This design comes from an exercise in tuning for small area, a short achievable clock period and few clock cycles on the open sky130 flow, not from production work.
Where RTL was checked, it was by simulation tests only, not by an equivalence proof against the original.
The RTL of runs 1, 2 and 6 was laid out without a check of its function.
No activity file was given, so power comes from the tool's default toggle rates.

==> design.v <==
module pq_engine (
    input  wire        clk,
    input  wire        rst,
    input  wire        in_valid,
    output wire        in_ready,
    input  wire [63:0] in_data,
    input  wire [1:0]  in_layout,
    input  wire [31:0] in_erase,
    output wire        out_valid,
    input  wire        out_ready,
    output wire [63:0] out_data,
    output wire [4:0]  out_idx,
    output wire        out_last
);
    function [7:0] mul2;             
        input [7:0] a;
        begin
            mul2 = {a[6:0], 1'b0} ^ (a[7] ? 8'h1D : 8'h00);
        end
    endfunction
    function [7:0] div2;             
        input [7:0] a;
        begin
            div2 = {1'b0, a[7:1]} ^ (a[0] ? 8'h8E : 8'h00);
        end
    endfunction
    function [63:0] mul2_word;
        input [63:0] w;
        integer k;
        begin
            for (k = 0; k < 8; k = k + 1)
                mul2_word[8*k +: 8] = mul2(w[8*k +: 8]);
        end
    endfunction
    function [63:0] div2_word;
        input [63:0] w;
        integer k;
        begin
            for (k = 0; k < 8; k = k + 1)
                div2_word[8*k +: 8] = div2(w[8*k +: 8]);
        end
    endfunction
    function [4:0] data_units;
        input [1:0] layout;
        begin
            case (layout)
                2'd0:    data_units = 5'd30;   
                2'd1:    data_units = 5'd14;   
                default: data_units = 5'd6;    
            endcase
        end
    endfunction
    function [7:0] alpha;
        input [4:0] d;
        begin
            case (d)
                5'd1:  alpha = 8'hF4;  5'd2:  alpha = 8'hA7;
                5'd3:  alpha = 8'h9D;  5'd4:  alpha = 8'h72;
                5'd5:  alpha = 8'hED;  5'd6:  alpha = 8'h5F;
                5'd7:  alpha = 8'h54;  5'd8:  alpha = 8'hA0;
                5'd9:  alpha = 8'hA9;  5'd10: alpha = 8'hFB;
                5'd11: alpha = 8'h74;  5'd12: alpha = 8'h85;
                5'd13: alpha = 8'hE4;  5'd14: alpha = 8'hC0;
                5'd15: alpha = 8'h8A;  5'd16: alpha = 8'h67;
                5'd17: alpha = 8'hDC;  5'd18: alpha = 8'h26;
                5'd19: alpha = 8'h63;  5'd20: alpha = 8'hF2;
                5'd21: alpha = 8'hE9;  5'd22: alpha = 8'hB4;
                5'd23: alpha = 8'hD2;  5'd24: alpha = 8'h02;
                5'd25: alpha = 8'h8E;  5'd26: alpha = 8'hBA;
                5'd27: alpha = 8'hAA;  5'd28: alpha = 8'hDE;
                5'd29: alpha = 8'h89;
                default: alpha = 8'h01;
            endcase
        end
    endfunction
    function [4:0] low_index;
        input [31:0] m;
        integer i;
        reg [31:0] below;
        reg [31:0] one;
        begin
            below = 32'd0;
            for (i = 1; i < 32; i = i + 1)
                below[i] = below[i-1] | m[i-1];
            one = m & ~below;
            low_index = 5'd0;
            for (i = 0; i < 32; i = i + 1)
                if (one[i]) low_index = low_index | i[4:0];
        end
    endfunction
    function [4:0] high_index;
        input [31:0] m;
        integer i;
        reg [31:0] above;
        reg [31:0] one;
        begin
            above = 32'd0;
            for (i = 30; i >= 0; i = i - 1)
                above[i] = above[i+1] | m[i+1];
            one = m & ~above;
            high_index = 5'd0;
            for (i = 0; i < 32; i = i + 1)
                if (one[i]) high_index = high_index | i[4:0];
        end
    endfunction
    reg [4:0]  bi;           
    reg [1:0]  lay;          
    reg [31:0] em;           
    reg        e2;           
    reg        f_first;      
    reg        f_data;       
    reg        f_p;          
    reg        f_last;       
    reg        f_era;        
    reg [63:0] acc_a;        
    reg [63:0] acc_h;        
    wire [4:0] nd      = data_units(lay);
    reg [2:0]  ph;
    reg [4:0]  ex, ey;       
    reg        two;          
    reg [4:0]  dxy;          
    reg        c_dd;         
    reg        c_dp;         
    reg        c_dq;         
    reg        c_q;          
    reg        c_pq;         
    reg        qe;           
    reg [7:0]  kq, kh;
    reg [4:0]  cq, ch;       
    wire [31:0] vmask = (lay == 2'd0) ? 32'hFFFF_FFFF :
                        (lay == 2'd1) ? 32'h0000_FFFF : 32'h0000_00FF;
    wire [31:0] mv    = em & vmask;
    wire [7:0]  a_tab = alpha(dxy);
    wire [7:0]  a_col = c_dd ? a_tab : 8'h01;
    reg        o_p0, o_p1;   
    reg        ov;           
    reg [3:0]  mcnt;         
    reg        mac_later;    
    reg        fix;          
    reg [63:0] s_a, s_h, s_q;
    reg [7:0]  s_ka, s_kh, s_kq;
    reg [4:0]  oidx, idx1;
    reg        olast;
    reg [63:0] r;
    reg        rdy;          
    wire busy = o_p0 || o_p1;
    assign in_ready = rdy;
    wire take = in_valid && rdy;
    wire snap = f_last && !busy;
    wire era  = f_first ? in_erase[0] : f_era;
    wire ga   = take && !era && (f_first || f_data || f_p);
    wire clr  = take && f_first;
    wire [63:0] din   = ga ? in_data : 64'd0;   
    assign out_valid = ov;
    assign out_data  = r;
    assign out_idx   = oidx;
    assign out_last  = olast;
    wire [4:0] bn = bi + 5'd1;
    wire       r0a = !(c_dd || c_dp || c_q);      
    wire       give = ov && out_ready;
    wire       mstep = (mcnt != 4'd0) || (give && o_p0 && mac_later);
    wire f_last_n = take ? (!f_first && (bn == nd + 5'd1)) : f_last;
    wire o_p0_n   = (take && f_last) || (o_p0 && !give);
    wire o_p1_n   = (take && f_last) ? two : (o_p1 && !(give && !o_p0));
    wire [7:0] ka_col = c_dd ? (a_tab ^ 8'h1C) :
                        c_dp ? 8'h1D :
                        c_dq ? (kq ^ 8'h1D) : 8'h1D;
    always @(posedge clk) begin
        em <= in_erase;
        acc_a <= (clr ? 64'd0 : acc_a) ^ din;
        if (take) begin
            if (f_first || f_data)
                acc_h <= div2_word((f_first ? 64'd0 : acc_h) ^ din);
            if (f_first) begin
                lay    <= in_layout;
                e2     <= in_erase[2];
                f_era  <= in_erase[1];
                f_data <= 1'b1;
                f_p    <= 1'b0;
                f_last <= 1'b0;
            end else begin
                f_era  <= (bi == 5'd1) ? e2 : ((bn == ex) || (bn == ey));
                f_data <= (bn < nd);
                f_p    <= (bn == nd);
                f_last <= (bn == nd + 5'd1);
            end
            f_first <= f_last;
            bi      <= f_last ? 5'd0 : bn;
        end
        if (take && f_first)
            ph <= 3'd1;
        else if (ph != 3'd4 && ph != 3'd0)
            ph <= ph + 3'd1;
        if (ph == 3'd1) begin
            ex  <= low_index(mv);
            ey  <= high_index(mv);
            qe  <= em[nd + 5'd1];
        end
        if (ph == 3'd2) begin
            two  <= (ex != ey);
            dxy  <= ey - ex;
            c_dd <= (ex != ey) && (ey < nd);
            c_dp <= (ex < nd) && (ey == nd);
            c_dq <= (ex < nd) && (ey == nd + 5'd1);
            c_q  <= (ex == nd + 5'd1);
            c_pq <= (ex == nd) && (ey == nd + 5'd1);
            cq   <= ex;
            ch   <= qe ? nd : nd - ex;
        end
        if (ph == 3'd3) begin
            kq <= a_col;
            kh <= a_col;
        end
        if (ph == 3'd4) begin
            if (cq >= 5'd2) begin
                kq <= qe ? mul2(mul2(kq)) : div2(div2(kq));
                cq <= cq - 5'd2;
            end else if (cq == 5'd1) begin
                kq <= qe ? mul2(kq) : div2(kq);
                cq <= 5'd0;
            end
            if (ch >= 5'd2) begin
                kh <= mul2(mul2(kh));
                ch <= ch - 5'd2;
            end else if (ch == 5'd1) begin
                kh <= mul2(kh);
                ch <= 5'd0;
            end
        end
        if (snap) begin
            r     <= acc_a;
            s_a   <= acc_a;
            s_h   <= acc_h;
            s_q   <= in_data;
            s_ka  <= ka_col;
            s_kh  <= kh;
            s_kq  <= qe ? 8'h00 : kq;
            oidx  <= ex;
            idx1  <= ey;
            olast <= !two;
            fix   <= c_dd || c_dp;
        end else if (mstep) begin
            r    <= mul2_word(r)
                    ^ (s_ka[7] ? s_a : 64'd0)
                    ^ (s_kh[7] ? s_h : 64'd0)
                    ^ (s_kq[7] ? s_q : 64'd0);
            s_ka <= {s_ka[6:0], 1'b0};
            s_kh <= {s_kh[6:0], 1'b0};
            s_kq <= {s_kq[6:0], 1'b0};
        end else if (give && o_p0 && fix) begin
            r <= r ^ s_a;
        end
        if (mcnt != 4'd0) begin
            mcnt <= mcnt - 4'd1;
            if (mcnt == 4'd1)
                ov <= 1'b1;
        end
        if (give) begin
            if (o_p0) begin
                o_p0  <= 1'b0;
                oidx  <= idx1;
                olast <= 1'b1;
                ov    <= o_p1 && fix;
                if (mac_later) begin
                    mac_later <= 1'b0;
                    mcnt      <= 4'd7;    
                end
            end else begin
                o_p1 <= 1'b0;
                ov   <= 1'b0;
            end
        end
        if (take && f_last) begin
            o_p0      <= 1'b1;
            o_p1      <= two;
            ov        <= r0a;
            mcnt      <= r0a ? 4'd0 : 4'd8;
            mac_later <= r0a && two;
        end
        rdy <= !(f_last_n && (o_p0_n || o_p1_n));
        if (rst) begin
            rdy       <= 1'b1;
            bi        <= 5'd0;
            f_first   <= 1'b1;
            f_last    <= 1'b0;
            ph        <= 3'd0;
            o_p0      <= 1'b0;
            o_p1      <= 1'b0;
            ov        <= 1'b0;
            mcnt      <= 4'd0;
            mac_later <= 1'b0;
        end
    end
endmodule
==> flow/run.sh <==
#!/bin/bash
# The standard layout, with a stronger setup repair target.
# Synthesis is the standard flow's own (standard.sh synth), unchanged. The rest of the
# ORFS flow runs with the same settings except SETUP_SLACK_MARGIN, so that
# repair_timing keeps improving paths beyond the 10 ns constraint.
set -euo pipefail
MARGIN=$(cat flow/margin.txt)
bash standard.sh synth > synth.log 2>&1
if grep -q 'SETUP_SLACK_MARGIN=' standard.sh; then
  sed -e "s/SETUP_SLACK_MARGIN=[-0-9.]*/SETUP_SLACK_MARGIN=${MARGIN}/" standard.sh > layout.sh
else
  sed -e "s/\"\${@:-finish}\"/SETUP_SLACK_MARGIN=${MARGIN} \"\${@:-finish}\"/" standard.sh > layout.sh
fi
export BUFFER_PORTS_ARGS="$(cat flow/buffer_ports_args.txt)"
bash layout.sh > layout.log 2>&1
==> flow/buffer_ports_args.txt <==
-buffer_cell sky130_fd_sc_hd__buf_1
==> flow/margin.txt <==
7
==> standard.sh <==
#!/bin/bash
# synth_recipe.tcl (not shown) runs the flow's synth.tcl, then flattens the netlist and writes it again
# the make line also repeats each setting of config.mk as NAME=value (left out here)
make -C /OpenROAD-flow-scripts/flow DESIGN_CONFIG=/design/flow/config.mk WORK_HOME=/design/flow/orfs CLKGATE_MAP_FILE= SYNTH_SCRIPT=/design/flow/synth_recipe.tcl "${@:-finish}"
==> config.mk <==
export PLATFORM = sky130hd
export DESIGN_NAME = pq_engine
export DESIGN_NICKNAME = pq_engine
export VERILOG_FILES = /design/flow/design.v
export SDC_FILE = /design/flow/constraint.sdc
export NUM_CORES = 4
export LEC_CHECK = 0
export CAP_MARGIN = 20
export CORE_MARGIN = 2
export CORE_UTILIZATION = 60
export CTS_BUF_LIST = sky130_fd_sc_hd__clkbuf_16
export CTS_CLUSTER_DIAMETER = 80
export CTS_CLUSTER_SIZE = 30
export SETUP_SLACK_MARGIN = 5
export SLEW_MARGIN = 20
==> constraint.sdc <==
create_clock -name core_clock -period 10.0 [get_ports {clk}]
set_input_delay 2.0000 -clock core_clock [delete_from_list [all_inputs] [get_ports {clk}]]
set_output_delay 2.0000 -clock core_clock [all_outputs]
set_load 0.01 [all_outputs]
==> notes.md, run 1 <==
- Status: finished clean
- Tcrit/Tclk final: 0.324
- Final core occ: 0.706
- Hold Violations, Final: 0
- GRT overflow: 0
- Die ar.: 44,200 um2
- Area Overhead vs Synth: 16.0%
- Worst path cell trace: buf_6
- Synth Register Bits: 532
- Synth Net Count: 2,501
- Die width: 210 um
- Avg Synthesized Cell Area: 10.8 um2
- Setup TNS: 0 ns
- Initial DRC count: 1,181
- CTS H-tree depth: 1
- GRT Total Usage: 0.285
- Starting density of the core: 0.608
- Placed Cells: 2,974
- CTS Buf Count: 27
- RSZ-0062 raised after global routing: true
- Vias in the first global route: 17,500
- Crit-path max cell delay: 0.48 ns
- Buffers on Ports: 173
- I/O Pins: 174
- Max-Slew Margin vs Limit: 0.255
- Worst-skew pair later-pin latency: 0.60 ns
- Ys async rst share: 0
- Largest net degree at the start of global routing: 146
- Synth Cell Area: 25,500 um2
- Delay-heaviest family, CP: flip-flops
- TritonCTS Sinks: 532
- Row cnt: 75
- Dominant cell type by area after synthesis: edfxtp_1
- Final antenna-violating net count: 0
- Layout Nets: 2,717
- Initial antenna violation count: 8
- CP max-delay cell: edfxtp_1
- Synth top cells by count: nand2_1 (470), edfxtp_1 (379), xnor2_1 (276), xor2_1 (182), dfxtp_1 (153)
- Required @ worst endpoint: 8.00 ns
- Peak fanout along the critical path: 3
- CP Capture Type: primary output
- Total Wirelength: 63,400 um
- Share of the synthesized area in the top cell type: 0.446
- Final setup fails: 0
- Buf+Inv Stages, Crit Path: 1
- Reg2reg setup slack: 7.19 ns
- Detailed-route wire length per cell: 20.2 um
- Pwr/cell area: 277 nW/um2
- R2R Path Start: f_last
- Synth Instances: 2,367
- DR DRC count: 0
- Unique cell type count in the Yosys netlist: 78
- Max capacitance violation total: 0
- DP Wirelength: 35,400 um
- Measured slew at the worst slew-check pin: 1.12 ns
- CP Depth: 1
- Fin cells: 3,145
- Vias: 17,700
- Hold crit path type: reg2reg
- Worst R2R Path Depth: 4
- Clock Tree Root: clkbuf_16
- Cell depth of the worst hold path: 0
- Core Region: 41,900 um2
- Share of layout cells above drive strength 1: 0.148
- EDFF count, synth: 379
- Primary FF master, synth: edfxtp_1
- Die Y: 210 um
- Type of origin of the critical path: flip-flop
- Clock transition at path regs: 0.12 ns
- Longest Clk Path Bufs: 3
- Leak pwr: 0.0111 uW
- Hold_sp: acc_h[9]
- Placer congestion estimate: 0.849
- Ranking of synthesized cells by area: edfxtp_1 (45%), dfxtp_1 (12%), xnor2_1 (9.5%)
- First-pass DRT Iterations: 5
- Max Freq: 0.309 GHz
- Seq/Total Area, Yosys: 0.566
- WHS Endpoint: s_h[9]
- WHS: 0.432 ns
- Top-count cell post-synth: nand2_1
- Tot Pwr: 8200 uW
- Warnings, synthesis: 1
- Worst setup path class: reg2out
- Hold_buf cts: 0
- Max Slew Vio Count: 0
- Global-route wire length before repair: 96,900 um
- Worst Path Arrival: 1.24 ns
- FF-to-FF End: r[3]
- Setup Skew: 0.0403 ns
- Vias/cell: 5.62
- CTS tree: done
- Peak supply drop: 0.000168 V
- Tmin final: 3.24 ns
placed cells by master (no fill, tap or decap), types with 13 or more instances in the layout:
cell / netlist / layout
a21oi_1: 119 / 118
dfxtp_1: 153 / 144
buf_1: 12 / 105
nor2_1: 148 / 146
edfxtp_1: 379 / 379
xor2_1: 182 / 182
nand3_1: 13 / 13
clkbuf_2: 0 / 44
o21ai_1: 0 / 25
ha_1: 31 / 31
nand2_2: 0 / 17
clkbuf_16: 0 / 27
buf_6: 3 / 25
nand2b_1: 32 / 30
inv_1: 47 / 47
nand2_4: 0 / 66
nor2b_1: 55 / 54
buf_4: 0 / 106
o22ai_1: 14 / 14
o21ai_0: 106 / 81
nand2_1: 470 / 386
xnor2_1: 276 / 270
nor3_1: 17 / 17
worst max-delay path by stage:
stage          startpoint           end
2_1_floorplan   out_ready          r[0]
3_3_place_gp    out_ready         r[48]
3_5_place_dp    out_ready         r[25]
4_1_cts              r[0]   out_data[0]
5_1_grt             r[39]  out_data[39]
6_report             r[0]   out_data[0]
power by group:
part / switching [uW] / internal (uW)
sequential: 317 / 2950
clock: 780 / 562
combinational: 1950 / 1640
total: 3050 / 5150
registers in the layout (all words and copies together) (netlist names), 5 cells and up:
register  count
a_tab         8
acc_a        64
acc_h        64
bi            5
ch            5
cq            5
dxy           5
em           32
ex            5
ey            5
idx1          5
kh            8
kq            8
oidx          5
r            64
s_a          64
s_h          64
s_ka          8
s_kh          8
s_kq          8
s_q          64
layout make-up:
type,instances,area [um2]
antenna,3,7.51
clock buffer,27,676
clock inverter,22,275
fill,3181,12300
inverter,50,210
multi-input combinational,1679,11300
sequential,532,14500
tap,539,674
timing repair buffer,293,1970
metrics by stage:
stage | instance area, um2 | setup slack (ns)
CTS | 29200 | 6.71
detailed placement | 27200 | 5.31
finish | 29600 | 6.76
global placement | 27200 | 5.35
floorplan | 26400 | 6.32
global route | 29600 | 6.72
cells by family (layout without fill, tap and decap cells):
| logic type | Yosys count | in the layout | share of synthesized area |
|---|---|---|---|
| AO/OA/AOI/OAI | 352 | 359 | 0.0841 |
| XOR/XNOR | 467 | 467 | 0.163 |
| adder cells (fa/ha/maj) | 33 | 33 | 0.0164 |
| buffers and inverters | 167 | 392 | 0.0265 |
| flip-flops | 532 | 532 | 0.566 |
| multiplexers | 17 | 17 | 0.00731 |
| other | 0 | 3 | 0 |
| AND/OR/NAND/NOR | 799 | 803 | 0.136 |
metal layers:
layer  global-route usage  vias up  share of wire
li1                     -     8479              -
met1                0.366     8599           0.41
met2                0.498      481           0.50
met3               0.0447      110          0.060
met4               0.0866       10          0.029
met5                    0        -         0.0012
timing repair:
action,CTS,global route
buffers inserted,70,32
gates resized for setup,83,62
setup endpoints to repair,530,207
pin swaps,4,2
gates cloned,15,2
==> run 2, diff against run 1 <==
==> flow/margin.txt (replaced) <==
6.5
==> notes.md, run 2 <==
- Status: finished clean
- Die ar.: 44,200 um2
- GRT overflow: 0
- Synth top cells by count: nand2_1 (470), edfxtp_1 (379), xnor2_1 (276), xor2_1 (182), dfxtp_1 (153)
- Commonest non-fill, non-tap cells in the layout: nand2_1 (467), edfxtp_1 (379), xnor2_1 (276)
- Die Y: 210 um
- Max-Slew Margin vs Limit: 0.311
- Worst Path Arrival: 1.43 ns
- Area Overhead vs Synth: 8.14%
- CTS Buf Count: 28
- Ranking of synthesized cells by area: edfxtp_1 (45%), dfxtp_1 (12%), xnor2_1 (9.5%)
- Measured slew at the worst slew-check pin: 1.03 ns
- TritonCTS Sinks: 532
- FF-to-FF End: a_tab[2]
- CP max-delay cell: edfxtp_1
- Vias: 16,900
- Worst-skew pair later-pin latency: 0.61 ns
- Tcrit/Tclk final: 0.343
- Row cnt: 75
- Pwr/cell area: 274 nW/um2
- Worst Setup EP: out_data[47]
- Total Wirelength: 56,700 um
- Leak pwr: 0.00970 uW
- CP Depth: 1
- Primary FF master, synth: edfxtp_1
- Reg2reg setup slack: 6.81 ns
- Avg Synthesized Cell Area: 10.8 um2
- R2R Path Start: ph[0]
- Fin cells: 3,031
- EDFF count, synth: 379
- Setup Skew: 0.0217 ns
- Warnings, synthesis: 1
- Buf+Inv Stages, Crit Path: 1
- Tmin final: 3.43 ns
- Unique cell type count in the Yosys netlist: 78
- Vias/cell: 5.58
- Worst R2R Path Depth: 11
- Hold crit path type: reg2reg
- Largest net degree at the start of global routing: 118
- Type of origin of the critical path: flip-flop
- I/O Pins: 174
- Placed Cells: 2,975
- Max Freq: 0.291 GHz
- DP Wirelength: 35,300 um
- GRT Total Usage: 0.257
- Initial DRC count: 1,119
- Hold_buf cts: 0
- Met1 Use GR: 0.343
- Worst setup path class: reg2out
- Ys async rst share: 0
- Detailed-route wire length per cell: 18.7 um
- Worst path cell trace: buf_1
- Synth Instances: 2,367
- DR DRC count: 0
- Commonest non-fill, non-tap cell in the layout: nand2_1
- Layout Nets: 2,603
- Max capacitance violation total: 0
- Peak supply drop: 0.000226 V
- CTS tree: done
- Synth Register Bits: 532
- Top-count cell post-synth: nand2_1
- Required @ worst endpoint: 8.00 ns
- Placer congestion estimate: 0.869
- Area of the multi-input gates: 10,500 um2
- Initial antenna violation count: 3
- Crit-path max cell delay: 0.60 ns
- Global-route wire length before repair: 89,800 um
- Delay-heaviest family, CP: flip-flops
- Global route hottest layer: met2
- Final setup fails: 0
- Longest Clk Path Bufs: 3
- Fillers: 3,353
- Share of the synthesized area in the top cell type: 0.446
- Starting density of the core: 0.608
- Met3 usage: 0.0255
- Core Region: 41,900 um2
- Share of layout cells above drive strength 1: 0.0434
- Buffers on Ports: 173
- Vias in the first global route: 16,700
- Synth Cell Area: 25,500 um2
- RSZ-0062 raised after global routing: true
- Synth Net Count: 2,501
- Clock transition at path regs: 0.11 ns
- CTS H-tree depth: 1
- Peak fanout along the critical path: 6
- Seq/Total Area, Yosys: 0.566
- Max Slew Vio Count: 0
- Final antenna-violating net count: 0
- Die width: 210 um
- Met2 usage: 0.456
- Sequential cell area: 14,400 um2
- Hold Violations, Final: 0
- CP Capture Type: primary output
- Setup TNS: 0 ns
- Crit path from: r[47]
- First-pass DRT Iterations: 5
- Clock Tree Root: clkbuf_16
- Dominant cell type by area after synthesis: edfxtp_1
-- run 2: cell families (layout without fill, tap and decap cells) --
| family | after synthesis | after routing | synth area share |
|---|---|---|---|
| xor+xnor | 467 | 467 | 0.163 |
| fa+ha+maj | 33 | 33 | 0.0164 |
| simple gates | 799 | 799 | 0.136 |
| compound gates | 352 | 353 | 0.0841 |
| mux | 17 | 17 | 0.00731 |
| flops | 532 | 532 | 0.566 |
| other cells | 0 | 1 | 0 |
| buf+inv | 167 | 290 | 0.0265 |
-- run 2: how the worst min path moves through the flow --
stage	startpoint	end	slack, ns	depth (start not counted)
6_report	acc_h[59]	s_h[59]	0.45	0
5_1_grt	acc_h[59]	s_h[59]	0.45	0
4_1_cts	idx1[3]	oidx[3]	0.45	2
3_5_place_dp	acc_h[15]	s_h[15]	0.43	0
3_3_place_gp	acc_h[49]	s_h[49]	0.42	0
2_1_floorplan	idx1[0]	oidx[0]	0.42	2
-- run 2: report_power, final --
group	leakage, uW	total, uW	internal (uW)	switching [uW]
sequential	0.00486	3370	2960	411
clock	0.000495	1390	585	809
combinational	0.00435	2790	1200	1590
total	0.00970	7560	4740	2810
-- run 2: layout make-up --
type                            instances  area share
Multi-Input combinational cell       1669       0.380
Inverter                               50     0.00708
Clock buffer                           29      0.0263
Tap cell                              539      0.0244
Antenna cell                            1   0.0000907
Sequential cell                       532       0.524
Clock inverter                         23      0.0100
Timing Repair Buffer                  188      0.0285
-- run 2: timing repair --
item,in CTS,in global routing
setup endpoints to repair,164,66
cloned,1,0
buffers inserted,2,0
resized for setup,5,3
-- run 2: per-layer routing --
| layer | wire (um) | vias to the layer above |
|---|---|---|
| met3 | 2470 | 69 |
| li1 | - | 8240 |
| met1 | 24900 | 8239 |
| met4 | 1140 | 4 |
| met5 | 30 | - |
| met2 | 28100 | 350 |
-- run 2: per-stage QoR --
stage | cell area [um2] | total power [uW] | hold slack (ns) | util | setup slack, ns
after floorplan | 25600 | 5460 | 0.418 | - | 6.32
final | 27600 | 7560 | 0.450 | 0.658 | 6.57
after detailed placement | 26500 | 6200 | 0.425 | 0.632 | 5.32
after global placement | 26500 | 6100 | 0.423 | 0.632 | 5.36
after global routing | 27600 | 8030 | 0.453 | 0.658 | 6.45
after CTS | 27600 | 7600 | 0.451 | 0.657 | 6.50
==> run 3, diff against run 2 <==
--- a/design.v
+++ b/design.v
@@ -120,3 +120,3 @@
     reg        two;          
-    reg [4:0]  dxy;          
+    reg [7:0]  a_tab;        
     reg        c_dd;         
@@ -132,3 +132,2 @@
     wire [31:0] mv    = em & vmask;
-    wire [7:0]  a_tab = alpha(dxy);
     wire [7:0]  a_col = c_dd ? a_tab : 8'h01;
@@ -200,3 +199,3 @@
             two  <= (ex != ey);
-            dxy  <= ey - ex;
+            a_tab <= alpha(ey - ex);
             c_dd <= (ex != ey) && (ey < nd);
==> flow/margin.txt (replaced) <==
7
--- a/config.mk
+++ b/config.mk
@@ -12,3 +12,3 @@
 export CTS_CLUSTER_DIAMETER = 80
-export CTS_CLUSTER_SIZE = 30
+export CTS_CLUSTER_SIZE = 25
 export SETUP_SLACK_MARGIN = 5
==> notes.md, run 3 <==
- Peak supply drop: 0.000168 V
- Share of layout cells above drive strength 1: 0.161
- Commonest non-fill, non-tap cells in the layout: nand2_1 (404), edfxtp_1 (382), xnor2_1 (267)
- Commonest non-fill, non-tap cell in the layout: nand2_1
- Buffers on Ports: 173
- CP max-delay cell: edfxtp_1
- TritonCTS Sinks: 527
- Tcrit/Tclk final: 0.324
- Die width: 209 um
- Global-route wire length before repair: 94,800 um
- Area Overhead vs Synth: 17.4%
- Buf+Inv Stages, Crit Path: 1
- Worst-skew pair later-pin latency: 0.61 ns
- Tmin final: 3.24 ns
- Synth Net Count: 2,478
- Pwr/cell area: 290 nW/um2
- Primary FF master, synth: edfxtp_1
- Avg Synthesized Cell Area: 10.7 um2
- CTS tree: done
- Detailed-route wire length per cell: 19.6 um
- Initial DRC count: 1,442
- Required @ worst endpoint: 8.00 ns
- Synth top cells by count: nand2_1 (468), edfxtp_1 (382), xnor2_1 (278), xor2_1 (186), nor2_1 (157)
- Clock transition at path regs: 0.10 ns
- Vias in the first global route: 17,000
- Measured slew at the worst slew-check pin: 1.08 ns
- Type of origin of the critical path: flip-flop
- Vias/cell: 5.59
- Final setup fails: 0
- I/O Pins: 174
- Synth Register Bits: 527
- Top-count cell post-synth: nand2_1
- Setup TNS: 0 ns
- Initial antenna violation count: 2
- Placed Cells: 2,957
- Crit-path max cell delay: 0.47 ns
- Leak pwr: 0.0111 uW
- Starting density of the core: 0.605
- Status: finished clean
- DP Wirelength: 35,400 um
- Layout Nets: 2,724
- Worst setup path class: reg2out
- Fin cells: 3,157
- DR DRC count: 0
- Hold Violations, Final: 0
- Ys async rst share: 0
- Dpl cell area: 26,800 um2
- EDFF count, synth: 382
- Seq/Total Area, Yosys: 0.571
- WHS: 0.439 ns
- Setup Skew: 0.0257 ns
- Worst Path Arrival: 1.24 ns
- Vias: 17,600
- Synth Instances: 2,350
- Design area: 29,600 um2
- GRT overflow: 0
- Fillers: 3,058
- Largest net degree at the start of global routing: 72
- Dominant cell type by area after synthesis: edfxtp_1
- GRT Total Usage: 0.277
- Max-Slew Margin vs Limit: 0.280
- Worst path cell trace: clkbuf_2
- CP Capture Type: primary output
- Die ar.: 43,600 um2
- Hold crit path type: reg2reg
- Max Slew Vio Count: 0
- RSZ-0062 raised after global routing: true
- Warnings, synthesis: 1
- First-pass DRT Iterations: 5
- Ranking of synthesized cells by area: edfxtp_1 (46%), dfxtp_1 (12%), xnor2_1 (9.7%)
- Max capacitance violation total: 0
- CTS H-tree depth: 1
- Core Region: 41,700 um2
- Total Wirelength: 62,000 um
- Max Freq: 0.308 GHz
- Synth Cell Area: 25,200 um2
- Clock Tree Root: clkbuf_16
- Placer congestion estimate: 0.852
- Die Y: 209 um
- CTS Buf Count: 30
- Peak fanout along the critical path: 2
- Longest Clk Path Bufs: 3
- Final antenna-violating net count: 0
- Delay-heaviest family, CP: flip-flops
- Unique cell type count in the Yosys netlist: 75
- Share of the synthesized area in the top cell type: 0.455
- Row cnt: 75
run 3: changes by cell type after synthesis, moves of 8 or more:
| cell | delta |
|---|---|
| a21oi_1 | +15 |
| buf_2 | -9 |
| dfxtp_1 | -8 |
| mux2i_1 | -11 |
| nor2_1 | +9 |
| clkbuf_1 | +15 |
run 3: layout make-up:
cell class                 count  area, um2  share of cell area
timing repair buffer         325       2260              0.0766
multi-input combinational   1668      11000               0.373
sequential                   527      14400               0.487
tap                          539        674              0.0228
timing repair inverter         1       8.76            0.000296
inverter                      43        190             0.00643
clock inverter                22        224             0.00757
clock buffer                  31        776              0.0262
antenna                        1       2.50           0.0000846
run 3: cell families (layout without fill, tap and decap cells):
| family | count (synthesis) | after routing | share of synthesized area |
|---|---|---|---|
| simple gates | 788 | 791 | 0.134 |
| flops | 527 | 527 | 0.571 |
| xor+xnor | 473 | 473 | 0.167 |
| compound gates | 370 | 373 | 0.0880 |
| buf+inv | 161 | 422 | 0.0248 |
| fa+ha+maj | 27 | 27 | 0.0136 |
| mux | 4 | 4 | 0.00214 |
| other cells | 0 | 1 | 0 |
run 3: worst paths after layout:
kind | from | to | slack [ns] | cells past startpoint
worst max-delay path | r[39] | out_data[39] | 6.76 | 1
worst min-delay path | acc_h[29] | s_h[29] | 0.44 | 0
worst max register to register | ey[0] | a_tab[1] | 7.09 | 11
worst min register to register | acc_h[29] | s_h[29] | 0.44 | 0
run 3: report_power, final:
part | switching, uW | internal, uW
sequential | 297 | 2930
clock | 772 | 620
combinational | 2150 | 1800
total | 3210 | 5350
run 3: repair_timing:
action	in CTS	in global routing
buffers inserted	81	53
setup endpoints to repair	503	193
hold buffers	0	0
pin swaps	8	11
resized for setup	83	71
gates cloned	9	3
run 3: metrics by stage:
step	total power (uW)	util	worst slack [ns]
after floorplan	5760	-	6.46
after global placement	6330	0.644	5.22
after detailed placement	6440	0.644	5.12
after CTS	8260	0.694	6.73
after global routing	9040	0.710	6.71
final	8570	0.710	6.76
run 3: metal layers:
metal / wire length [um] / up-vias / global-route usage
li1: - / 8496 / -
met1: 27200 / 8620 / 0.385
met2: 30500 / 462 / 0.472
met3: 3400 / 64 / 0.0332
met4: 925 / 2 / 0.0589
met5: 12 / - / 0
Testbench counts of run 3, summed over its fixed seeds: cycles 43,030.
==> run 4, diff against run 3 <==
==> flow/margin.txt (replaced) <==
6.75
==> notes.md, run 4 <==
- Worst Path Arrival: 1.26 ns
- Synth Register Bits: 527
- DP Wirelength: 34,600 um
- Fin cells: 3,089
- Pwr/cell area: 284 nW/um2
- Hold Violations, Final: 0
- Clock Tree Root: clkbuf_16
- Longest Clk Path Bufs: 3
- Seq/Total Area, Yosys: 0.571
- Setup TNS: 0 ns
- Max Freq: 0.307 GHz
- Worst path cell trace: buf_1
- Detailed-route wire length per cell: 18.9 um
- Peak fanout along the critical path: 3
- CTS Buf Count: 28
- Type of origin of the critical path: flip-flop
- RSZ-0062 raised after global routing: true
- Placer congestion estimate: 0.852
- Commonest non-fill, non-tap cells in the layout: nand2_1 (463), edfxtp_1 (382), xnor2_1 (275)
- Commonest non-fill, non-tap cell in the layout: nand2_1
- Required @ worst endpoint: 8.00 ns
- Synth Cell Area: 25,200 um2
- Die Y: 209 um
- GRT Total Usage: 0.261
- Initial DRC count: 1,334
- Max capacitance violation total: 0
- Avg Synthesized Cell Area: 10.7 um2
- Share of layout cells above drive strength 1: 0.0746
- Ys async rst share: 0
- Area Overhead vs Synth: 10.9%
- Worst-skew pair later-pin latency: 0.60 ns
- CTS H-tree depth: 1
- Synth Instances: 2,350
- Core Region: 41,700 um2
- CTS tree: done
- Starting density of the core: 0.605
- Clock transition at path regs: 0.10 ns
- Tot Pwr: 7940 uW
- First-pass DRT Iterations: 5
- Die width: 209 um
- Tcrit/Tclk final: 0.326
- Max-Slew Margin vs Limit: 0.322
- CP Capture Type: primary output
- Vias in the first global route: 16,800
- TritonCTS Sinks: 527
- Placed Cells: 2,957
- Reg2reg setup slack: 6.97 ns
- Status: finished clean
- Dominant cell type by area after synthesis: edfxtp_1
- Warnings, synthesis: 1
- Unique cell type count in the Yosys netlist: 75
- Primary FF master, synth: edfxtp_1
- Final antenna-violating net count: 0
- I/O Pins: 174
- Hold crit path type: reg2reg
- Layout Nets: 2,653
- DR DRC count: 0
- Total Wirelength: 58,500 um
- EDFF count, synth: 382
- Buf+Inv Stages, Crit Path: 1
- Setup Skew: 0.0154 ns
- Fillers: 3,287
- Measured slew at the worst slew-check pin: 1.02 ns
- Row cnt: 75
- Vias/cell: 5.61
- Crit-path max cell delay: 0.49 ns
- Global-route wire length before repair: 90,400 um
- Ranking of synthesized cells by area: edfxtp_1 (46%), dfxtp_1 (12%), xnor2_1 (9.7%)
- Worst setup path class: reg2out
- Vias: 17,300
- Final setup fails: 0
- Share of the synthesized area in the top cell type: 0.455
- CP max-delay cell: edfxtp_1
- Max Slew Vio Count: 0
- Largest net degree at the start of global routing: 129
- Synth top cells by count: nand2_1 (468), edfxtp_1 (382), xnor2_1 (278), xor2_1 (186), nor2_1 (157)
- Tmin final: 3.26 ns
- Top-count cell post-synth: nand2_1
- Synth Net Count: 2,478
- GRT overflow: 0
- Peak supply drop: 0.000145 V
- Buffers on Ports: 173
- Die ar.: 43,600 um2
- Initial antenna violation count: 4
- Delay-heaviest family, CP: flip-flops
- Leak pwr: 0.0100 uW
==> run 4: cell counts after synthesis <==
No cell type changed its count.
==> run 4: final cells by class <==
class	instances	area (um2)	share of cell area
Timing Repair Buffer	259	1390	0.0499
Antenna cell	3	7.51	0.000269
Clock buffer	31	776	0.0278
Sequential cell	527	14400	0.514
Inverter	43	174	0.00622
Tap cell	539	674	0.0241
Clock inverter	21	159	0.00569
Multi-Input combinational cell	1666	10400	0.372
==> run 4: worst paths after layout <==
kind,start,end,cells past startpoint
setup / recovery,r[62],out_data[62],1
hold / removal,acc_h[33],s_h[33],0
setup reg to reg,ey[0],a_tab[6],11
hold reg to reg,acc_h[33],s_h[33],0
==> run 4: metrics by stage <==
| step | hold slack [ns] | setup slack (ns) | cell area, um2 | util |
|---|---|---|---|---|
| floorplan | 0.418 | 6.46 | 25300 | - |
| global placement | 0.422 | 5.25 | 26200 | 0.629 |
| detailed placement | 0.425 | 5.20 | 26200 | 0.629 |
| CTS | 0.442 | 6.68 | 27700 | 0.664 |
| global route | 0.435 | 6.67 | 27900 | 0.671 |
| finish | 0.436 | 6.74 | 27900 | 0.671 |
==> run 4: cells by family (layout without fill, tap and decap cells) <==
family                   after synthesis  after routing  synth area share
flip-flops                           527            527             0.571
buffers and inverters                161            354            0.0248
other                                  0              3                 0
AND/OR/NAND/NOR                      788            789             0.134
AO/OA/AOI/OAI                        370            373            0.0880
multiplexers                           4              4           0.00214
adder cells (fa/ha/maj)               27             27            0.0136
XOR/XNOR                             473            473             0.167
==> run 4: what timing repair did <==
action	CTS	global route
hold buffers	0	0
endpoints found under the setup margin	235	143
setup buffers	45	27
pin swaps	2	2
resized for setup	35	12
cloned	4	1
==> run 4: power by group <==
group / internal [uW] / leakage [uW] / switching (uW) / total (uW)
clock network: 582 / 0.000497 / 732 / 1310
registers: 2930 / 0.00481 / 293 / 3230
logic: 1460 / 0.00470 / 1940 / 3400
==> run 4: metal layers <==
metal,vias to the layer above,global-route usage,share of wire
li1,8344,-,-
met1,8438,0.353,0.43
met2,467,0.453,0.50
met3,70,0.0302,0.053
met4,2,0.0660,0.019
met5,-,0,0.00019
==> run 5, diff against run 4 <==
--- a/config.mk
+++ b/config.mk
@@ -9,3 +9,3 @@
 export CORE_MARGIN = 2
-export CORE_UTILIZATION = 60
+export CORE_UTILIZATION = 68
 export CTS_BUF_LIST = sky130_fd_sc_hd__clkbuf_16
==> notes.md, run 5 <==
- Max-Slew Margin vs Limit: 0.329
- EDFF count, synth: 382
- Layout Nets: 2,614
- Tcrit/Tclk final: 0.329
- Synth top cells by count: nand2_1 (468), edfxtp_1 (382), xnor2_1 (278), xor2_1 (186), nor2_1 (157)
- Top-count cell post-synth: nand2_1
- I/O Pins: 174
- Peak fanout along the critical path: 16
- Final core occ: 0.749
- Unique cell type count in the Yosys netlist: 75
- Measured slew at the worst slew-check pin: 1.01 ns
- Setup Skew: 0.0150 ns
- Synth Register Bits: 527
- Buffers on Ports: 173
- Max capacitance violation total: 0
- Leak pwr: 0.00972 uW
- Initial antenna violation count: 4
- WHS Endpoint: s_h[61]
- Ys async rst share: 0
- Share of the synthesized area in the top cell type: 0.455
- Tmin final: 3.29 ns
- Primary FF master, synth: edfxtp_1
- Synth Net Count: 2,478
- Starting density of the core: 0.690
- Row cnt: 70
- Vias/cell: 5.79
- Pwr/cell area: 279 nW/um2
- Hold Violations, Final: 0
- DP Wirelength: 33,600 um
- Commonest non-fill, non-tap cell in the layout: nand2_1
- Dominant cell type by area after synthesis: edfxtp_1
- Ranking of synthesized cells by area: edfxtp_1 (46%), dfxtp_1 (12%), xnor2_1 (9.7%)
- Worst setup path class: in2reg
- Total Wirelength: 57,000 um
- Die Y: 196 um
- Worst R2R Path Depth: 12
- FF-to-FF End: a_tab[6]
- Seq/Total Area, Yosys: 0.571
- Commonest non-fill, non-tap cells in the layout: nand2_1 (463), edfxtp_1 (382), xnor2_1 (275)
- Clock Tree Root: clkbuf_16
- Core Region: 36,500 um2
- Synth Instances: 2,350
- GRT Total Usage: 0.285
- Worst-skew pair later-pin latency: 0.57 ns
- First-pass DRT Iterations: 5
- Initial DRC count: 1,281
- Die width: 196 um
- GRT overflow: 0
- CTS Buf Count: 25
- Max Freq: 0.304 GHz
- Crit path from: out_ready
- Hold_sp: acc_h[61]
- Fillers: 2,533
- Largest net degree at the start of global routing: 117
- Share of layout cells above drive strength 1: 0.0555
- CTS H-tree depth: 1
- Max Slew Vio Count: 0
- Clock transition at path regs: 0.10 ns
- Required @ worst endpoint: 10.21 ns
- Global-route wire length before repair: 87,100 um
- Worst path cell trace: buf_1 -> and3_1 -> a21o_2
- Avg Synthesized Cell Area: 10.7 um2
- R2R Path Start: ey[0]
- Crit-path max cell delay: 0.74 ns
- Cell depth of the worst hold path: 0
- Reg2reg setup slack: 6.89 ns
- Setup TNS: 0 ns
- Synth Cell Area: 25,200 um2
- Status: finished clean
- DR DRC count: 0
- CTS tree: done
- Final antenna-violating net count: 0
- Longest Clk Path Bufs: 3
- Detailed-route wire length per cell: 19.2 um
- Vias: 17,200
- Placer congestion estimate: 0.884
- Warnings, synthesis: 1
- CP max-delay cell: and3_1
- Type of origin of the critical path: input pin
- Area Overhead vs Synth: 8.64%
- Worst Path Arrival: 3.50 ns
- CP Capture Type: flip-flop
- Vias in the first global route: 16,500
- TritonCTS Sinks: 527
- Hold crit path type: reg2reg
- Die ar.: 38,600 um2
- Final setup fails: 0
- RSZ-0062 raised after global routing: true
- Peak supply drop: 0.000190 V
-- run 5: logic make-up after synthesis --
family,count (synthesis),synth area share
adder cells (fa/ha/maj),27,0.0136
AND/OR/NAND/NOR,788,0.134
flip-flops,527,0.571
multiplexers,4,0.00214
XOR/XNOR,473,0.167
buffers and inverters,161,0.0248
AO/OA/AOI/OAI,370,0.0880
-- run 5: metrics by stage --
stage / cells / hold slack (ns) / cell area [um2] / power, uW / setup WS (ns)
2_1_floorplan: 2350 / 0.418 / 25300 / 5550 / 6.46
3_3_place_gp: 2885 / 0.421 / 26100 / 6140 / 5.32
3_5_place_dp: 2885 / 0.424 / 26100 / 6270 / 5.26
4_1_cts: 2948 / 0.447 / 27100 / 7480 / 6.74
5_1_grt: 2973 / 0.457 / 27400 / 8080 / 6.62
6_report: 2973 / 0.449 / 27400 / 7630 / 6.71
-- run 5: final cells by class --
cell class | count | area (um2) | share of cell area
Clock buffer | 25 | 626 | 0.0229
Antenna cell | 1 | 2.50 | 0.0000914
Clock inverter | 20 | 88.8 | 0.00325
Sequential cell | 527 | 14400 | 0.525
Inverter | 43 | 169 | 0.00617
Timing Repair Buffer | 222 | 1090 | 0.0400
Multi-Input combinational cell | 1667 | 10400 | 0.381
Tap cell | 468 | 586 | 0.0214
-- run 5: report_power, final --
| group | internal, uW | switching, uW | total, uW |
|---|---|---|---|
| Combinational | 1360 | 1860 | 3230 |
| Sequential | 2940 | 340 | 3280 |
| Clock | 462 | 662 | 1120 |
-- run 5: critical path, delay by kind of cell --
family / cells / cell delay, ns
buffers and inverters: 1 / 0.13
AND/OR/NAND/NOR: 1 / 0.74
AO/OA/AOI/OAI: 1 / 0.61
-- run 5: repair_timing --
action	in CTS	in global routing
pin swaps	4	0
setup endpoints to repair	216	107
resized for setup	26	14
gates cloned	3	3
buffers inserted	15	21
hold buffers	0	0
-- run 5: routing by layer --
metal / GRT usage / share of wire / up-vias
li1: - / - / 8266
met1: 0.382 / 0.42 / 8379
met2: 0.499 / 0.50 / 471
met3: 0.0318 / 0.059 / 87
met4: 0.0780 / 0.024 / 6
met5: 0 / 0.00074 / -
-- run 5: worst max-delay path by stage --
stage               end  slack (ns)  cells past startpoint
3_3_place_gp      r[62]        5.32                      9
6_report          r[59]        6.71                      3
3_5_place_dp      r[62]        5.26                      9
4_1_cts           r[62]        6.74                     10
5_1_grt           r[32]        6.62                      7
2_1_floorplan  acc_h[0]        6.46                      3
==> run 6, diff against run 5 <==
--- a/design.v
+++ b/design.v
@@ -107,7 +107,4 @@
     reg [1:0]  lay;          
-    reg [31:0] em;           
-    reg        e2;           
     reg        f_first;      
     reg        f_data;       
-    reg        f_p;          
     reg        f_last;       
@@ -117,6 +114,5 @@
     wire [4:0] nd      = data_units(lay);
-    reg [2:0]  ph;
+    reg [1:0]  ph;
     reg [4:0]  ex, ey;       
     reg        two;          
-    reg [7:0]  a_tab;        
     reg        c_dd;         
@@ -125,3 +121,2 @@
     reg        c_q;          
-    reg        c_pq;         
     reg        qe;           
@@ -129,6 +124,10 @@
     reg [4:0]  cq, ch;       
-    wire [31:0] vmask = (lay == 2'd0) ? 32'hFFFF_FFFF :
-                        (lay == 2'd1) ? 32'h0000_FFFF : 32'h0000_00FF;
-    wire [31:0] mv    = em & vmask;
-    wire [7:0]  a_col = c_dd ? a_tab : 8'h01;
+    wire [31:0] vmask = (in_layout == 2'd0) ? 32'hFFFF_FFFF :
+                        (in_layout == 2'd1) ? 32'h0000_FFFF : 32'h0000_00FF;
+    wire [31:0] mv    = in_erase & vmask;
+    wire        qe_in = (in_layout == 2'd0) ? in_erase[31] :
+                        (in_layout == 2'd1) ? in_erase[15] : in_erase[7];
+    wire        dd_now = (ex != ey) && (ey < nd);     
+    wire [7:0]  a_tab  = alpha(ey - ex);
+    wire [7:0]  a_col  = dd_now ? a_tab : 8'h01;
     reg        o_p0, o_p1;   
@@ -149,3 +148,3 @@
     wire era  = f_first ? in_erase[0] : f_era;
-    wire ga   = take && !era && (f_first || f_data || f_p);
+    wire ga   = take && !era && !f_last;
     wire clr  = take && f_first;
@@ -167,3 +166,2 @@
     always @(posedge clk) begin
-        em <= in_erase;
         acc_a <= (clr ? 64'd0 : acc_a) ^ din;
@@ -174,11 +172,11 @@
                 lay    <= in_layout;
-                e2     <= in_erase[2];
+                ex     <= low_index(mv);
+                ey     <= high_index(mv);
+                qe     <= qe_in;
                 f_era  <= in_erase[1];
                 f_data <= 1'b1;
-                f_p    <= 1'b0;
                 f_last <= 1'b0;
             end else begin
-                f_era  <= (bi == 5'd1) ? e2 : ((bn == ex) || (bn == ey));
+                f_era  <= (bn == ex) || (bn == ey);
                 f_data <= (bn < nd);
-                f_p    <= (bn == nd);
                 f_last <= (bn == nd + 5'd1);
@@ -189,14 +187,8 @@
         if (take && f_first)
-            ph <= 3'd1;
-        else if (ph != 3'd4 && ph != 3'd0)
-            ph <= ph + 3'd1;
-        if (ph == 3'd1) begin
-            ex  <= low_index(mv);
-            ey  <= high_index(mv);
-            qe  <= em[nd + 5'd1];
-        end
-        if (ph == 3'd2) begin
+            ph <= 2'd1;
+        else if (ph == 2'd1)
+            ph <= 2'd2;
+        if (ph == 2'd1) begin
             two  <= (ex != ey);
-            a_tab <= alpha(ey - ex);
-            c_dd <= (ex != ey) && (ey < nd);
+            c_dd <= dd_now;
             c_dp <= (ex < nd) && (ey == nd);
@@ -204,24 +196,15 @@
             c_q  <= (ex == nd + 5'd1);
-            c_pq <= (ex == nd) && (ey == nd + 5'd1);
+            kq   <= a_col;
+            kh   <= mul2(a_col);
             cq   <= ex;
-            ch   <= qe ? nd : nd - ex;
-        end
-        if (ph == 3'd3) begin
-            kq <= a_col;
-            kh <= a_col;
-        end
-        if (ph == 3'd4) begin
-            if (cq >= 5'd2) begin
-                kq <= qe ? mul2(mul2(kq)) : div2(div2(kq));
-                cq <= cq - 5'd2;
-            end else if (cq == 5'd1) begin
+            ch   <= (qe ? nd : nd - ex) - 5'd1;
+        end
+        if (ph == 2'd2) begin
+            if (cq != 5'd0) begin
                 kq <= qe ? mul2(kq) : div2(kq);
-                cq <= 5'd0;
-            end
-            if (ch >= 5'd2) begin
-                kh <= mul2(mul2(kh));
-                ch <= ch - 5'd2;
-            end else if (ch == 5'd1) begin
+                cq <= cq - 5'd1;
+            end
+            if (ch != 5'd0) begin
                 kh <= mul2(kh);
-                ch <= 5'd0;
+                ch <= ch - 5'd1;
             end
@@ -284,3 +267,3 @@
             f_last    <= 1'b0;
-            ph        <= 3'd0;
+            ph        <= 2'd0;
             o_p0      <= 1'b0;
--- a/config.mk
+++ b/config.mk
@@ -9,3 +9,3 @@
 export CORE_MARGIN = 2
-export CORE_UTILIZATION = 68
+export CORE_UTILIZATION = 60
 export CTS_BUF_LIST = sky130_fd_sc_hd__clkbuf_16
==> notes.md, run 6 <==
- CTS tree: done
- Longest Clk Path Bufs: 3
- Tmin final: 3.28 ns
- Type of origin of the critical path: flip-flop
- Setup TNS: 0 ns
- Commonest non-fill, non-tap cells in the layout: nand2_1 (443), edfxtp_1 (370), xnor2_1 (267)
- Dominant cell type by area after synthesis: edfxtp_1
- Max capacitance violation total: 0
- Synth Register Bits: 484
- Leak pwr: 0.0103 uW
- RSZ-0062 raised after global routing: true
- Share of layout cells above drive strength 1: 0.127
- Ranking of synthesized cells by area: edfxtp_1 (47%), xnor2_1 (10%), dfxtp_1 (9.6%)
- Vias/cell: 5.61
- Top-count cell post-synth: nand2_1
- Worst Path Arrival: 1.28 ns
- Required @ worst endpoint: 8.00 ns
- Peak fanout along the critical path: 3
- DR DRC count: 0
- Peak supply drop: 0.000180 V
- Crit-path max cell delay: 0.50 ns
- Status: finished clean
- Share of the synthesized area in the top cell type: 0.465
- Clock transition at path regs: 0.10 ns
- DP Wirelength: 33,400 um
- Max-Slew Margin vs Limit: 0.319
- Layout Nets: 2,613
- Area Overhead vs Synth: 16.1%
- Setup Skew: 0.0185 ns
- Die width: 204 um
- Worst-skew pair later-pin latency: 0.59 ns
- Core Region: 39,500 um2
- Die Y: 204 um
- CTS H-tree depth: 1
- Unique cell type count in the Yosys netlist: 73
- Synth Instances: 2,271
- CP Capture Type: primary output
- Vias in the first global route: 16,400
- Final antenna-violating net count: 0
- Commonest non-fill, non-tap cell in the layout: nand2_1
- Clock Tree Root: clkbuf_16
- Ys async rst share: 0
- Worst path cell trace: clkbuf_2
- CP max-delay cell: edfxtp_1
- EDFF count, synth: 370
- Worst setup path class: reg2out
- Final setup fails: 0
- Buffers on Ports: 173
- Buf+Inv Stages, Crit Path: 1
- Fillers: 3,011
- Max Slew Vio Count: 0
- Initial DRC count: 1,321
- Vias: 17,100
- Starting density of the core: 0.604
- Setup WS post-layout: 6.72 ns
- Warnings, synthesis: 1
- Hold crit path type: reg2reg
- Detailed-route wire length per cell: 19.4 um
- Seq/Total Area, Yosys: 0.561
- TritonCTS Sinks: 484
- Hold Violations, Final: 0
- Largest net degree at the start of global routing: 108
- Synth top cells by count: nand2_1 (503), edfxtp_1 (370), xnor2_1 (284), xor2_1 (180), nor2_1 (133)
- GRT Total Usage: 0.279
- Synth Cell Area: 23,900 um2
- Pwr/cell area: 276 nW/um2
- Avg Synthesized Cell Area: 10.5 um2
- GRT overflow: 0
- Delay-heaviest family, CP: flip-flops
- First-pass DRT Iterations: 6
- Global-route wire length before repair: 90,000 um
- WHS: 0.443 ns
- Post-Place Setup Slack: 5.22 ns
- Row cnt: 73
- Initial antenna violation count: 2
- Max Freq: 0.305 GHz
- Primary FF master, synth: edfxtp_1
- Measured slew at the worst slew-check pin: 1.02 ns
- Placer congestion estimate: 0.915
- Die ar.: 41,400 um2
- Synth Net Count: 2,393
- Total Wirelength: 59,100 um
- Tcrit/Tclk final: 0.328
- CTS Buf Count: 28
- Final core occ: 0.701
- I/O Pins: 174
- Hold_buf cts: 0
run 6: area by class of cell:
class / count / area (um2) / share of cell area
timing repair buffer: 301 / 1820 / 0.0655
sequential: 484 / 13400 / 0.483
antenna: 2 / 5.00 / 0.000180
tap: 525 / 657 / 0.0237
multi-input combinational: 1634 / 10800 / 0.388
clock inverter: 23 / 215 / 0.00776
clock buffer: 29 / 726 / 0.0262
inverter: 42 / 170 / 0.00614
run 6: worst paths after layout:
check / start / end / slack, ns / depth (start not counted)
setup / recovery: r[4] / out_data[4] / 6.72 / 1
hold / removal: oidx[4] / oidx[4] / 0.44 / 2
setup reg to reg: ey[0] / kh[4] / 6.82 / 13
hold reg to reg: oidx[4] / oidx[4] / 0.44 / 2
run 6: cell families (layout without fill, tap and decap cells):
| kind of cell | count (synthesis) | in the layout | share of synthesized area |
|---|---|---|---|
| xor+xnor | 467 | 467 | 0.172 |
| mux | 9 | 9 | 0.00403 |
| simple gates | 792 | 793 | 0.140 |
| fa+ha+maj | 20 | 20 | 0.0108 |
| flops | 484 | 484 | 0.561 |
| buf+inv | 157 | 395 | 0.0259 |
| compound gates | 342 | 345 | 0.0866 |
| other cells | 0 | 2 | 0 |
run 6: tightest hold or removal path, delay by kind of cell, from the launching register on:
| kind | cells | cell delay [ns] |
|---|---|---|
| simple gates | 2 | 0.09 |
| flops | 1 | 0.31 |
run 6: metal layers:
metal	global-route usage	wire, um	vias to the layer above	part of all wire
met1	0.385	26000	8310	0.44
met3	0.0366	3360	90	0.057
met2	0.471	28400	501	0.48
met5	0	0	-	0
li1	-	-	8158	-
met4	0.0660	1310	0	0.022
run 6: what timing repair did:
action,CTS,global route
pin swaps,8,8
buffers inserted,63,44
gates cloned,9,1
endpoints found under the setup margin,235,130
endpoints found under the hold margin,0,0
gates resized for setup,34,28
run 6: metrics by stage:
stage / area [um2] / std cells / total power (uW)
final: 27700 / 3040 / 7650
after CTS: 27300 / 2993 / 7520
after global routing: 27700 / 3038 / 8090
after floorplan: 24700 / 2271 / 5210
after global placement: 25500 / 2869 / 5790
after detailed placement: 25500 / 2869 / 5900
run 6: power by group:
part,internal [uW],leakage [uW],switching [uW]
clock network,574,0.000498,720
logic,1480,0.00540,1900
registers,2730,0.00443,254
total,4780,0.0103,2870
==> run 7, diff against run 6 <==
--- a/design.v
+++ b/design.v
@@ -114,12 +114,6 @@
     wire [4:0] nd      = data_units(lay);
-    reg [1:0]  ph;
+    reg        ph1;          
     reg [4:0]  ex, ey;       
-    reg        two;          
-    reg        c_dd;         
-    reg        c_dp;         
-    reg        c_dq;         
-    reg        c_q;          
     reg        qe;           
     reg [7:0]  kq, kh;
-    reg [4:0]  cq, ch;       
     wire [31:0] vmask = (in_layout == 2'd0) ? 32'hFFFF_FFFF :
@@ -129,3 +123,10 @@
                         (in_layout == 2'd1) ? in_erase[15] : in_erase[7];
-    wire        dd_now = (ex != ey) && (ey < nd);     
+    wire        two  = (ex != ey);                     
+    wire        c_dd = two && (ey < nd);               
+    wire        c_dp = (ex < nd) && (ey == nd);        
+    wire        c_dq = (ex < nd) && (ey == nd + 5'd1); 
+    wire        c_q  = (ex == nd + 5'd1);              
+    wire        dd_now = c_dd;
+    wire        past_x = ({1'b0, bi} > {1'b0, ex} + 6'd1);
+    wire        k_beat = take && (bi[4:1] != 4'd0);
     wire [7:0]  a_tab  = alpha(ey - ex);
@@ -186,26 +187,11 @@
         end
-        if (take && f_first)
-            ph <= 2'd1;
-        else if (ph == 2'd1)
-            ph <= 2'd2;
-        if (ph == 2'd1) begin
-            two  <= (ex != ey);
-            c_dd <= dd_now;
-            c_dp <= (ex < nd) && (ey == nd);
-            c_dq <= (ex < nd) && (ey == nd + 5'd1);
-            c_q  <= (ex == nd + 5'd1);
-            kq   <= a_col;
-            kh   <= mul2(a_col);
-            cq   <= ex;
-            ch   <= (qe ? nd : nd - ex) - 5'd1;
-        end
-        if (ph == 2'd2) begin
-            if (cq != 5'd0) begin
+        ph1 <= take && f_first;
+        if (ph1) begin
+            kq <= a_col;
+            kh <= mul2(a_col);
+        end else if (k_beat) begin
+            if (!past_x)
                 kq <= qe ? mul2(kq) : div2(kq);
-                cq <= cq - 5'd1;
-            end
-            if (ch != 5'd0) begin
+            if (!f_last && (qe || past_x))
                 kh <= mul2(kh);
-                ch <= ch - 5'd1;
-            end
         end
@@ -267,3 +253,3 @@
             f_last    <= 1'b0;
-            ph        <= 2'd0;
+            ph1       <= 1'b0;
             o_p0      <= 1'b0;
==> notes.md, run 7 <==
- Status: finished clean
- Cell depth of the worst hold path: 0
- Row cnt: 72
- Synth top cells by count: nand2_1 (494), edfxtp_1 (381), xnor2_1 (279), xor2_1 (178), o21ai_0 (129)
- Die Y: 201 um
- Reg2reg setup slack: 6.82 ns
- Tot Pwr: 7340 uW
- Clock transition at path regs: 0.10 ns
- Dominant cell type by area after synthesis: edfxtp_1
- WHS Endpoint: s_h[57]
- Setup TNS: 0 ns
- Warnings, synthesis: 1
- TritonCTS Sinks: 468
- Synth Register Bits: 468
- Worst setup path class: reg2out
- Worst path cell trace: buf_6
- Type of origin of the critical path: flip-flop
- Final antenna-violating net count: 0
- Max-Slew Margin vs Limit: 0.314
- Leak pwr: 0.0100 uW
- Layout Nets: 2,516
- Synth Cell Area: 23,300 um2
- CTS Buf Count: 26
- Peak supply drop: 0.000176 V
- Buffers on Ports: 173
- Required @ worst endpoint: 8.00 ns
- Share of the synthesized area in the top cell type: 0.490
- Initial DRC count: 1,151
- DR DRC count: 0
- CP max-delay cell: edfxtp_1
- Ys async rst share: 0
- Hold Violations, Final: 0
- Vias/cell: 5.56
- Area Overhead vs Synth: 16.9%
- R2R Path Start: ex[0]
- GRT overflow: 0
- Clock Tree Root: clkbuf_16
- Unique cell type count in the Yosys netlist: 70
- Tmin final: 3.26 ns
- Delay-heaviest family, CP: flip-flops
- Synth Net Count: 2,292
- Die ar.: 40,500 um2
- CP Capture Type: primary output
- Vias in the first global route: 16,100
- Vias: 16,300
- Max capacitance violation total: 0
- Max Freq: 0.306 GHz
- Hold crit path type: reg2reg
- Buf+Inv Stages, Crit Path: 1
- Detailed-route wire length per cell: 19.7 um
- Worst Path Arrival: 1.26 ns
- Worst R2R Path Depth: 11
- Top-count cell post-synth: nand2_1
- Commonest non-fill, non-tap cells in the layout: nand2_1 (431), edfxtp_1 (381), xnor2_1 (261)
- Worst-skew pair later-pin latency: 0.60 ns
- Hold_sp: acc_h[57]
- Largest net degree at the start of global routing: 140
- Primary FF master, synth: edfxtp_1
- First-pass DRT Iterations: 7
- Pwr/cell area: 269 nW/um2
- Total Wirelength: 57,700 um
- Final setup fails: 0
- FF-to-FF End: kh[3]
- Placer congestion estimate: 0.861
- Measured slew at the worst slew-check pin: 1.03 ns
- Initial antenna violation count: 4
- Seq/Total Area, Yosys: 0.565
- I/O Pins: 174
- GRT Total Usage: 0.284
- CTS H-tree depth: 1
- EDFF count, synth: 381
- Synth Instances: 2,169
- Commonest non-fill, non-tap cell in the layout: nand2_1
- Die width: 201 um
- DP Wirelength: 33,700 um
- Setup Skew: 0.0381 ns
- Crit-path max cell delay: 0.50 ns
- RSZ-0062 raised after global routing: true
- CTS tree: done
- Ranking of synthesized cells by area: edfxtp_1 (49%), xnor2_1 (10%), nand2_1 (7.9%)
- Longest Clk Path Bufs: 3
- Core Region: 38,600 um2
- Global-route wire length before repair: 89,800 um
- Max Slew Vio Count: 0
- Avg Synthesized Cell Area: 10.8 um2
- Share of layout cells above drive strength 1: 0.142
- Starting density of the core: 0.605
- Tcrit/Tclk final: 0.326
- Peak fanout along the critical path: 2
[run 7: cell count changes in the layout (fill, tap and decap cells not counted), sizes merged, moves of 4 or more]
| cell | previous run | this run |
|---|---|---|
| a21oi | 104 | 93 |
| a221oi | 9 | 1 |
| buf | 291 | 297 |
| clkbuf | 37 | 33 |
| dfxtp | 114 | 87 |
| edfxtp | 370 | 381 |
| inv | 60 | 39 |
| mux2i | 7 | 3 |
| nand2 | 503 | 494 |
| nand2b | 33 | 44 |
| nor2 | 133 | 108 |
| nor4 | 8 | 4 |
| o211ai | 14 | 7 |
[run 7: timing repair]
item / in CTS / in global routing
gates resized for setup: 59 / 42
pin swaps: 14 / 9
buffers inserted: 65 / 46
setup endpoints to repair: 444 / 217
hold buffers: 0 / 0
hold endpoints to repair: 0 / 0
gates cloned: 8 / 2
[run 7: cell type report]
class	count	area [um2]
Antenna cell	3	7.51
Clock buffer	28	701
Clock inverter	19	158
Fill cell	2933	11300
Inverter	27	135
Multi-Input combinational cell	1567	10600
Sequential cell	468	13200
Tap cell	518	648
Timing Repair Buffer	303	1870
[run 7: worst max path at each step]
| stage | from | end | slack (ns) | cells past startpoint |
|---|---|---|---|---|
| after floorplan | out_ready | r[0] | 6.17 | 6 |
| after global routing | ex[1] | kh[3] | 6.64 | 11 |
| after global placement | out_ready | r[10] | 4.92 | 6 |
| after detailed placement | out_ready | r[6] | 4.90 | 6 |
| final | r[7] | out_data[7] | 6.74 | 1 |
| after CTS | r[5] | out_data[5] | 6.70 | 1 |
[run 7: routing by layer]
layer	wire [um]	track usage
met5	15	0
met1	25000	0.400
met4	1210	0.0696
met3	3570	0.0437
met2	27900	0.467
[run 7: where the power goes]
group          total (uW)  switching [uW]  internal, uW
logic                3250            1830          1420
clock network        1210             674           533
registers            2880             236          2640
[run 7: cell families after synthesis]
| logic type | Yosys count | share of synthesized area |
|---|---|---|
| AO/OA/AOI/OAI | 313 | 0.0799 |
| XOR/XNOR | 465 | 0.179 |
| adder cells (fa/ha/maj) | 22 | 0.0120 |
| buffers and inverters | 139 | 0.0240 |
| flip-flops | 468 | 0.565 |
| multiplexers | 5 | 0.00225 |
| AND/OR/NAND/NOR | 757 | 0.138 |
[run 7: per-stage QoR]
stage	instances	hold WS [ns]	util	cell area [um2]	worst slack, ns
2_1_floorplan	2169	0.418	-	24100	6.17
3_3_place_gp	2762	0.423	0.647	25000	4.92
3_5_place_dp	2762	0.425	0.647	25000	4.90
4_1_cts	2882	0.436	0.692	26700	6.70
5_1_grt	2931	0.454	0.708	27300	6.64
6_report	2933	0.440	0.708	27300	6.74
Testbench counts of run 7, summed over its fixed seeds: cycles 43,030.
==> run 8, diff against run 7 <==
==> flow/margin.txt (replaced) <==
7
==> notes.md, run 8 <==
- Status: finished clean
- Buffers on Ports: 173
- Dominant cell type by area after synthesis: edfxtp_1
- Starting density of the core: 0.605
- Commonest non-fill, non-tap cells in the layout: nand2_1 (427), edfxtp_1 (381), xnor2_1 (250)
- Synth top cells by count: nand2_1 (494), edfxtp_1 (381), xnor2_1 (279), xor2_1 (178), o21ai_0 (129)
- Tcrit/Tclk final: 0.324
- Max Slew Vio Count: 0
- Avg Synthesized Cell Area: 10.8 um2
- Vias/cell: 5.53
- EDFF count, synth: 381
- Total Wirelength: 59,200 um
- Final setup fails: 0
- Setup TNS: 0 ns
- RSZ-0062 raised after global routing: true
- Global-route wire length before repair: 90,400 um
- Leak pwr: 0.0108 uW
- Seq/Total Area, Yosys: 0.565
- GRT overflow: 0
- Final antenna-violating net count: 0
- Worst Path Arrival: 3.64 ns
- CP max-delay cell: edfxtp_1
- Type of origin of the critical path: flip-flop
- CTS H-tree depth: 1
- Largest net degree at the start of global routing: 137
- Measured slew at the worst slew-check pin: 1.04 ns
- Fillers: 2,705
- Buf+Inv Stages, Crit Path: 2
- Peak supply drop: 0.000160 V
- CP Depth: 12
- Final core occ: 0.745
- Hold Violations, Final: 0
- Unique cell type count in the Yosys netlist: 70
- Share of the synthesized area in the top cell type: 0.490
- Longest Clk Path Bufs: 3
- TritonCTS Sinks: 468
- Warnings, synthesis: 1
- Setup Skew: 0.0221 ns
- Met3 wire len: 3000 um
- Max capacitance violation total: 0
- Vias: 16,600
- CP Capture Type: flip-flop
- Synth Instances: 2,169
- Core Region: 38,600 um2
- Initial antenna violation count: 4
- Worst R2R Path Depth: 12
- Vias in the first global route: 16,500
- Share of layout cells above drive strength 1: 0.204
- Detailed-route wire length per cell: 19.7 um
- CTS tree: done
- Clock transition at path regs: 0.10 ns
- Dpl cell area: 25,000 um2
- Crit path from: ey[0]
- CTS Buf Count: 26
- Hold crit path type: reg2reg
- Worst path cell trace: inv_2 -> ha_4 -> inv_2 -> fa_2 -> a21o_1 -> a21oi_4 -> xor2_4 -> or3_4 -> a21oi_4 -> nor3_4 -> or3b_1 -> o221ai_2
- Commonest non-fill, non-tap cell in the layout: nand2_1
- Die Y: 201 um
- I/O Pins: 174
- Placer congestion estimate: 0.857
- Row cnt: 72
- Synth Register Bits: 468
- Placed Cells: 2,761
- Wire length on met2: 29,900 um
- Metal-1 WL: 24,800 um
- Synth Net Count: 2,292
- Tmin final: 3.24 ns
- Max-Slew Margin vs Limit: 0.307
- First-pass DRT Iterations: 5
- Delay-heaviest family, CP: simple AND/OR/NAND/NOR gates
- Worst-skew pair later-pin latency: 0.58 ns
- Die width: 201 um
- Clock Tree Root: clkbuf_16
- Layout Nets: 2,592
- Ranking of synthesized cells by area: edfxtp_1 (49%), xnor2_1 (10%), nand2_1 (7.9%)
- Synth Cell Area: 23,300 um2
- Peak fanout along the critical path: 8
- Worst setup path class: reg2reg
- Max Freq: 0.309 GHz
- Design area: 28,700 um2
- Primary FF master, synth: edfxtp_1
- Top-count cell post-synth: nand2_1
- Top layer in use: met5
- FF-to-FF End: kh[3]
- Pwr/cell area: 268 nW/um2
- Crit-path max cell delay: 0.48 ns
- DR DRC count: 0
- Area Overhead vs Synth: 23.1%
- GRT Total Usage: 0.286
- DP Wirelength: 32,100 um
- Worst Setup EP: kh[3]
- Hold_buf cts: 0
- Reg2reg setup slack: 6.76 ns
- Initial DRC count: 1,270
- Fin cells: 3,010
- Ys async rst share: 0
- R2R Path Start: ey[0]
- Die ar.: 40,500 um2
- Required @ worst endpoint: 10.40 ns
[run 8: cell types whose count changed in the layout (fill, tap and decap cells not counted), sizes merged]
cell,before,now
buf,297,334
bufbuf,1,0
clkbuf,33,72
clkinv,5,7
clkinvlp,2,1
nand2b,44,45
[run 8: final cells by class]
| type | instances | area (um2) | area share |
|---|---|---|---|
| clock inverter | 20 | 160 | 0.00558 |
| antenna | 3 | 7.51 | 0.000261 |
| sequential | 468 | 13200 | 0.460 |
| tap | 518 | 648 | 0.0226 |
| clock buffer | 28 | 701 | 0.0244 |
| multi-input combinational | 1568 | 10900 | 0.381 |
| timing repair buffer | 378 | 2950 | 0.103 |
| inverter | 27 | 131 | 0.00457 |
[run 8: timing repair]
item	CTS	global route
setup buffers	129	54
gates cloned	12	3
resized for setup	157	124
pin swaps	45	42
setup endpoints to repair	564	268
[run 8: power by group]
part / switching [uW] / leakage (uW) / internal, uW
Sequential: 199 / 0.00432 / 2640
Combinational: 1990 / 0.00603 / 1670
Clock: 665 / 0.000450 / 530
[run 8: cell families after synthesis]
family | share of synthesized area
AO/OA/AOI/OAI | 0.0799
AND/OR/NAND/NOR | 0.138
XOR/XNOR | 0.179
adder cells (fa/ha/maj) | 0.0120
buffers and inverters | 0.0240
flip-flops | 0.565
multiplexers | 0.00225
[run 8: metal layers]
metal | GRT usage | vias to the layer above
met2 | 0.508 | 460
met4 | 0.0817 | 2
met5 | 0 | -
li1 | - | 7947
met1 | 0.375 | 8125
met3 | 0.0303 | 106
[run 8: through the flow]
stage | hold slack [ns] | setup slack (ns) | total power [uW]
after global placement | 0.421 | 4.73 | 5630
after global routing | 0.444 | 6.70 | 8140
after detailed placement | 0.424 | 4.66 | 5720
after floorplan | 0.418 | 6.17 | 5040
final | 0.448 | 6.76 | 7690
after CTS | 0.438 | 6.74 | 7480
[run 8: how the worst min path moves through the flow]
stage | from | to | slack (ns) | depth (start not counted)
after floorplan | acc_h[0] | s_h[0] | 0.42 | 0
after global placement | acc_h[56] | s_h[56] | 0.42 | 0
after detailed placement | acc_h[5] | s_h[5] | 0.42 | 0
after CTS | acc_h[49] | s_h[49] | 0.44 | 0
after global routing | acc_h[7] | s_h[7] | 0.44 | 0
final | acc_h[49] | s_h[49] | 0.45 | 0

Setup slack of run 8, layout unchanged: 6.759 ns with ideal ports, 6.728 ns with driving cells assumed (clock clkbuf_16, inputs buf_2), 6.199 ns with port delays also shifted by the 0.625 ns mid clock arrival.
